Context: an optimization exercise on an open-source flow, tuned for small area, a short achievable clock period and few clock cycles per item. The choices shown serve that exercise and are no tape-out recipe.
For this run, only the layout was checked, not whether the RTL still works.

File: design/flow/run.sh
#!/bin/bash
# synth_recipe.tcl (not shown) runs the flow's synth.tcl, then flattens the netlist and writes it again
# the make line also repeats each setting of config.mk as NAME=value (left out here)
make -C /OpenROAD-flow-scripts/flow DESIGN_CONFIG=/design/flow/config.mk WORK_HOME=/design/flow/orfs CLKGATE_MAP_FILE= SYNTH_SCRIPT=/design/flow/synth_recipe.tcl finish
File: design/flow/config.mk
export PLATFORM = sky130hd
export DESIGN_NAME = zrf_hdr_dec
export DESIGN_NICKNAME = zrf_hdr_dec
export VERILOG_FILES = /design/flow/design.v
export SDC_FILE = /design/flow/constraint.sdc
export NUM_CORES = 4
export LEC_CHECK = 0
export CAP_MARGIN = 20
export CORE_MARGIN = 2
export CORE_UTILIZATION = 40
export SLEW_MARGIN = 20
File: design/flow/constraint.sdc
create_clock -name core_clock -period 18.0 [get_ports {clk}]
set_input_delay 3.6000 -clock core_clock [delete_from_list [all_inputs] [get_ports {clk}]]
set_output_delay 3.6000 -clock core_clock [all_outputs]
set_load 0.01 [all_outputs]
File: design/flow/design.v
module zrf_hdr_dec (
    input  wire         clk,
    input  wire         rst,           
    input  wire         in_valid,
    output wire         in_ready,
    input  wire [146:0] in_bits,       
    input  wire         exp_side,
    input  wire [3:0]   exp_layer,
    input  wire [2:0]   exp_spot,
    input  wire [23:0]  exp_rb,
    input  wire [5:0]   exp_frame,
    input  wire         chk_frame,     
    output reg          out_valid,
    input  wire         out_ready,
    output reg  [63:0]  out_info,      
    output reg  [1:0]   out_nerr,      
    output reg          out_fail,      
    output reg          out_match      
);
    function automatic [7:0] gf_mul(input [7:0] a, input [7:0] b);
        integer i;
        reg [7:0] p, x;
        begin
            p = 8'd0;
            x = a;
            for (i = 0; i < 8; i = i + 1) begin
                if (b[i]) p = p ^ x;
                x = {x[6:0], 1'b0} ^ (x[7] ? 8'h1d : 8'h00);
            end
            gf_mul = p;
        end
    endfunction
    function automatic [7:0] gf_pow_alpha(input integer e);
        integer i;
        reg [7:0] x;
        begin
            x = 8'd1;
            for (i = 0; i < e; i = i + 1)
                x = {x[6:0], 1'b0} ^ (x[7] ? 8'h1d : 8'h00);
            gf_pow_alpha = x;
        end
    endfunction
    function automatic [7:0] gf_inv(input [7:0] a);
        integer i;
        reg [7:0] sq, r;
        begin
            r  = 8'd1;
            sq = a;
            for (i = 1; i < 8; i = i + 1) begin
                sq = gf_mul(sq, sq);            
                r  = gf_mul(r, sq);
            end
            gf_inv = r;
        end
    endfunction
    function automatic is_sub(input [2:0] w);
        is_sub = (w == 3'b101) || (w == 3'b100) || (w == 3'b001) || (w == 3'b010);
    endfunction
    function automatic [1:0] demod_pair(input [2:0] prev, input [2:0] cur,
                                        input [2:0] next, input prev_valid);
        begin
            if (prev_valid && is_sub(prev) && cur == 3'b000) begin
                case (prev)
                    3'b101:  demod_pair = 2'b00;
                    3'b100:  demod_pair = 2'b01;
                    3'b001:  demod_pair = 2'b00;
                    default: demod_pair = 2'b01;
                endcase
            end else if (is_sub(cur) && next == 3'b000) begin
                case (cur)
                    3'b101:  demod_pair = 2'b00;
                    3'b100:  demod_pair = 2'b00;
                    3'b001:  demod_pair = 2'b10;
                    default: demod_pair = 2'b10;
                endcase
            end else begin
                case (cur)
                    3'b101:  demod_pair = 2'b00;
                    3'b100:  demod_pair = 2'b01;
                    3'b001:  demod_pair = 2'b10;
                    3'b010:  demod_pair = 2'b11;
                    default: demod_pair = 2'b00;    
                endcase
            end
        end
    endfunction
    localparam [2:0] S_IDLE = 3'd0,
                     S_SYN  = 3'd1,    
                     S_KEY  = 3'd2,    
                     S_COR  = 3'd3,    
                     S_OUT  = 3'd4;    
    reg [2:0] state;
    assign in_ready = (state == S_IDLE);
    reg [146:0] bits_q;
    reg         e_side_q;
    reg [3:0]   e_layer_q;
    reg [2:0]   e_spot_q;
    reg [23:0]  e_rb_q;
    reg [5:0]   e_frame_q;
    reg         chk_frame_q;
    reg [7:0] rx [0:11];              
    reg [7:0] s0_q, s1_q, s2_q, s3_q;  
    reg [7:0] l1_q, l2_q;              
    reg       zero_q;                  
    reg       single_q;                
    reg       bad_q;                   
    reg [2:0]  grp [0:48];
    reg [95:0] pairs;
    reg [7:0]  rx_d [0:11];
    reg [7:0]  s_d  [0:3];
    integer g, p, k;
    always @* begin
        for (g = 0; g < 49; g = g + 1)
            grp[g] = bits_q[146 - 3*g -: 3];
        for (g = 0; g < 48; g = g + 1)
            pairs[95 - 2*g -: 2] = demod_pair((g == 0) ? 3'b000 : grp[(g == 0) ? 0 : g - 1],
                                              grp[g], grp[g + 1], g != 0);
        for (p = 0; p < 12; p = p + 1)
            rx_d[p] = pairs[95 - 8*p -: 8];
        for (k = 0; k < 4; k = k + 1) begin
            s_d[k] = 8'd0;
            for (p = 0; p < 12; p = p + 1)
                s_d[k] = s_d[k] ^ gf_mul(rx_d[p], gf_pow_alpha((k * (11 - p)) % 255));
        end
    end
    reg [7:0] det_d, n1_d, n2_d, inv_det_d, inv_s0_d;
    reg [7:0] l1_d, l2_d;
    reg       zero_d, single_d, bad_d;
    always @* begin
        det_d = gf_mul(s0_q, s2_q) ^ gf_mul(s1_q, s1_q);
        n1_d  = gf_mul(s0_q, s3_q) ^ gf_mul(s1_q, s2_q);
        n2_d  = gf_mul(s1_q, s3_q) ^ gf_mul(s2_q, s2_q);
        inv_det_d = gf_inv(det_d);
        inv_s0_d  = gf_inv(s0_q);
        zero_d   = (s0_q == 8'd0) && (s1_q == 8'd0) && (s2_q == 8'd0) && (s3_q == 8'd0);
        single_d = 1'b0;
        bad_d    = 1'b0;
        if (det_d != 8'd0) begin
            l1_d = gf_mul(n1_d, inv_det_d);
            l2_d = gf_mul(n2_d, inv_det_d);
        end else begin
            l1_d = gf_mul(s1_q, inv_s0_d);
            l2_d = 8'd0;
            single_d = 1'b1;
            if (!zero_d && (s0_q == 8'd0 || s1_q == 8'd0 || n1_d != 8'd0))
                bad_d = 1'b1;
        end
    end
    reg [11:0] root;
    reg [3:0]  nroot;
    reg [7:0]  inv_l1_d, xi, xi2, om1, yv;
    reg [7:0]  cor [0:7];
    reg [63:0] info_d;
    reg [1:0]  nerr_d;
    reg        fail_d, match_d;
    always @* begin
        nroot = 4'd0;
        for (p = 0; p < 12; p = p + 1) begin
            xi  = gf_pow_alpha((255 - (11 - p)) % 255);
            xi2 = gf_mul(xi, xi);
            root[p] = ((8'd1 ^ gf_mul(l1_q, xi) ^ gf_mul(l2_q, xi2)) == 8'd0);
            nroot = nroot + {3'd0, root[p]};
        end
        inv_l1_d = gf_inv(l1_q);
        om1 = s1_q ^ gf_mul(s0_q, l1_q);
        for (p = 0; p < 8; p = p + 1) begin
            yv = gf_mul(gf_mul(s0_q, gf_pow_alpha(11 - p)) ^ om1, inv_l1_d);
            cor[p] = root[p] ? (rx[p] ^ yv) : rx[p];
        end
        if (zero_q) begin
            fail_d = 1'b0;
            nerr_d = 2'd0;
        end else if (bad_q) begin
            fail_d = 1'b1;
            nerr_d = 2'd0;
        end else if (single_q) begin
            fail_d = (nroot != 4'd1);
            nerr_d = fail_d ? 2'd0 : 2'd1;
        end else begin
            fail_d = (nroot != 4'd2);
            nerr_d = fail_d ? 2'd0 : 2'd2;
        end
        for (p = 0; p < 8; p = p + 1)
            info_d[63 - 8*p -: 8] = (fail_d || zero_q) ? rx[p] : cor[p];
        match_d = !fail_d
               && info_d[63]     == e_side_q
               && info_d[62:59]  == e_layer_q
               && info_d[58:56]  == e_spot_q
               && info_d[55:32]  == e_rb_q
               && (!chk_frame_q || info_d[31:26] == e_frame_q);
    end
    always @(posedge clk) begin
        if (rst) begin
            state     <= S_IDLE;
            out_valid <= 1'b0;
        end else begin
            case (state)
                S_IDLE: if (in_valid) state <= S_SYN;
                S_SYN:  state <= S_KEY;
                S_KEY:  state <= S_COR;
                S_COR: begin
                    state     <= S_OUT;
                    out_valid <= 1'b1;
                end
                S_OUT: if (out_ready) begin
                    state     <= S_IDLE;
                    out_valid <= 1'b0;
                end
                default: state <= S_IDLE;
            endcase
        end
    end
    always @(posedge clk) begin
        if (state == S_IDLE && in_valid) begin
            bits_q      <= in_bits;
            e_side_q    <= exp_side;
            e_layer_q   <= exp_layer;
            e_spot_q    <= exp_spot;
            e_rb_q      <= exp_rb;
            e_frame_q   <= exp_frame;
            chk_frame_q <= chk_frame;
        end
        if (state == S_SYN) begin
            for (p = 0; p < 12; p = p + 1)
                rx[p] <= rx_d[p];
            s0_q <= s_d[0];
            s1_q <= s_d[1];
            s2_q <= s_d[2];
            s3_q <= s_d[3];
        end
        if (state == S_KEY) begin
            l1_q     <= l1_d;
            l2_q     <= l2_d;
            zero_q   <= zero_d;
            single_q <= single_d;
            bad_q    <= bad_d;
        end
        if (state == S_COR) begin
            out_info  <= info_d;
            out_nerr  <= nerr_d;
            out_fail  <= fail_d;
            out_match <= match_d;
        end
    end
endmodule
==> reports/metrics.cfg <==
[run_status]
status = complete, no violations

[yosys]
synth_top_area_frac = 0.285
synth_edf_count = 369
synth.distinct_cells = 108
synthCells = 10600
ys_top_cells_by_area = xnor2_1 (28%), edfxtp_1 (13%), xor2_1 (8.2%)
ys.flop_type = edfxtp_1
yosysSeqAreaShare = 0.133
ys_warn_count = 6
yosysMostFrequentCell = xnor2_1
ys_async_sr_fraction = 0
yosys-top-cells-count = xnor2_1 (2740), nor2_1 (1355), nand2_1 (1214), xor2_1 (791), a21oi_1 (545)
synth_area_mm2 = 0.0842
post_synth.cell_area_avg_um2 = 7.95
yosys_register_bits = 373
synth.net_count = 10800
yosysTopAreaCell = xnor2_1

[clocking]
cts.sinks = 373
clockBufferDepth = 3
tritoncts = built
cts.reportedPaths.clkPinSlew_ns = 0.06
clock_latency_ns = 0.64
cts_buffers = 44
cts_max_level = 2
cts_root_buf = clkbuf_16

[global_routing]
grt_pass1_vias = 71600
grt_overflow = 0
grt_max_degree = 75
antenna_found_initial = 4
grt_pass1_wl_um = 442000
grt_use_total = 0.258

[sta]
clock.fmax_ghz = 0.0578
worst_pin_slew_ns = 1.16
slew_violations = 0
hold_viol = 0
finalCriticalPeriod_ns = 17.31
finalCritPeriodShare = 0.962
finalSetupViolCount = 0
slew-limit-headroom = 0.224
skew_ns = 0.0466
setup_ws_ns = 0.688

[floorplan]
die_x_um = 463
row_count = 168
die_area_mm2 = 0.214
fp.dieH_um = 463
core_area_mm2 = 0.209
ios = 260
start_util = 0.402

[final_layout]
final.fill_count = 20800
area_delta_synth_final_pct = 11.7
final_util = 0.449
fin_cells = 13600
drive_gt1_frac = 0.0902
fin_nets = 11000

[place]
numPortBuffers = 259
gp_congestion = 0.980
preCtsSetupSlack_ns = -0.152
dpl.hpwl_um = 219000
placedCellCount = 13500

[setup_path]
crit_slowest_cell = xor3_4
path_common_cell = xnor2_1
worstReg2RegStart = s0_q[5]$_DFFE_PN_
ff2ff_path_depth = 55
cp_max_fo = 28
end_kind = register
worstPathRequired_ns = 18.36
critical_path.max_stage_delay_ns = 0.66
crit_path_start = s0_q[5]$_DFFE_PN_
criticalPathCategory = register to register
start_kind = register
critical_path_arrival_ns = 17.67

[routing]
wl_um = 289000
dr.pass1.iters = 7
vias_per_cell = 5.55
drc = 0
num_vias = 75600
drt_iter0_drc = 7734
wl_per_cell_um = 21.2
route.antenna.remaining_nets = 0

[run]
drv_cap = 0

[min_path]
hold_depth = 2
hold_class = register to register
hp-start = out_valid$_SDFFE_PP0P_

## final timing paths
kind	to	slack, ns
max	l1_q[2]$_DFFE_PN_	0.69
min	out_valid$_SDFFE_PP0P_	0.52
max reg2reg	l1_q[2]$_DFFE_PN_	0.69
min reg2reg	out_valid$_SDFFE_PP0P_	0.52
## cell usage in the layout (no fill, tap or decap), types with 259 or more instances in the layout
| cell type | count |
|---|---|
| a21oi_1 | 545 |
| buf_4 | 532 |
| clkdlybuf4s50_1 | 259 |
| edfxtp_1 | 369 |
| nand2_1 | 1214 |
| nor2_1 | 1354 |
| o21ai_0 | 312 |
| xnor2_1 | 2685 |
| xnor3_1 | 279 |
| xor2_1 | 767 |
## sequential cells by signal, summed over array words and instances, names as in the netlist, 8 cells and up
signal and count:
bits_q 147, e_rb_q 24, l1_q 8, l2_q 8
out_info 64, rx 64, s0_q 8, s1_q 8
s2_q 8, s3_q 8
## routing by layer
layer,global-route usage,up-vias,wire (um)
met5,0,-,20
met4,0.0667,4,8140
met3,0.0266,413,19700
met2,0.416,2964,132000
met1,0.365,36300,129000
li1,-,35900,-
## cell families after synthesis
family	after synthesis	share of synthesized area
AOI/OAI and AO/OA	1653	0.124
xor gates and xnor gates	3999	0.487
adders and majority gates	56	0.00885
buffers and inverters	826	0.0417
DFF	373	0.133
muxes	244	0.0298
and+or+nand+nor	3448	0.176
## layout make-up
| class | count | area (um^2) | share of cell area |
|---|---|---|---|
| Multi-Input combinational cell | 9401 | 70500 | 0.749 |
| Sequential cell | 373 | 11200 | 0.119 |
| Timing Repair Buffer | 801 | 6740 | 0.0717 |
| Tap cell | 2805 | 3510 | 0.0373 |
| Clock buffer | 50 | 1120 | 0.0119 |
| Inverter | 172 | 656 | 0.00697 |
| Clock inverter | 32 | 373 | 0.00396 |
| Antenna cell | 2 | 5.00 | 0.0000532 |
## what timing repair did
| item | 4_1_cts | 5_1_grt |
|---|---|---|
| pin swaps | 0 | 10 |
| resized for setup | 3 | 79 |
| cloned | 0 | 1 |
| setup buffers | 0 | 34 |
| setup endpoints to repair | 1 | 43 |
| hold buffers | 0 | 0 |
| endpoints found under the hold margin | 0 | 0 |
## stage by stage
stage | hold WS (ns) | setup TNS, ns | cell area [um^2]
finish | 0.516 | 0 | 94100
global route | 0.571 | -0.0210 | 94100
CTS | 0.522 | 0 | 93200
detailed placement | 0.508 | -0.152 | 91700
global placement | 0.499 | 0 | 91700
floorplan | 0.496 | 0 | 84200
## critical path, delay by kind of cell, from the launching register on
kind / cells / cell delay (ns)
AO/OA/AOI/OAI: 7 / 2.28
XOR/XNOR: 31 / 9.91
adder cells (fa/ha/maj): 2 / 0.73
buffers and inverters: 7 / 1.59
flip-flops: 1 / 0.60
multiplexers: 3 / 0.82
AND/OR/NAND/NOR: 5 / 1.03

==> separate check: timing with driven ports <==
How much do the figures lean on ideal ports? The routed layout below was timed once more, with nothing changed but the port constraints. Step 1: set_driving_cell puts a clkbuf_16 on clk and a buf_2 on each other input, an assumption about the parent block. Step 2 times the ports against the registers' clock, not the clock port: input delays grow and output delays shrink by t, the midpoint of the rising clock arrivals with the driver on. Slacks: ideal / step 1 / step 2; pairs: ideal / step 1.
shift t [ns]: 0.694
slack for setup (ns): 0.688 / 0.688 / 0.688
worst setup path after step 2: register to register
worst data-port slew with drivers (ns): 0.08
After both steps setup and hold are still met in this run. For this run, drivers alone change the setup slack by 0.000 ns; drivers and shift together by 0.000 ns.
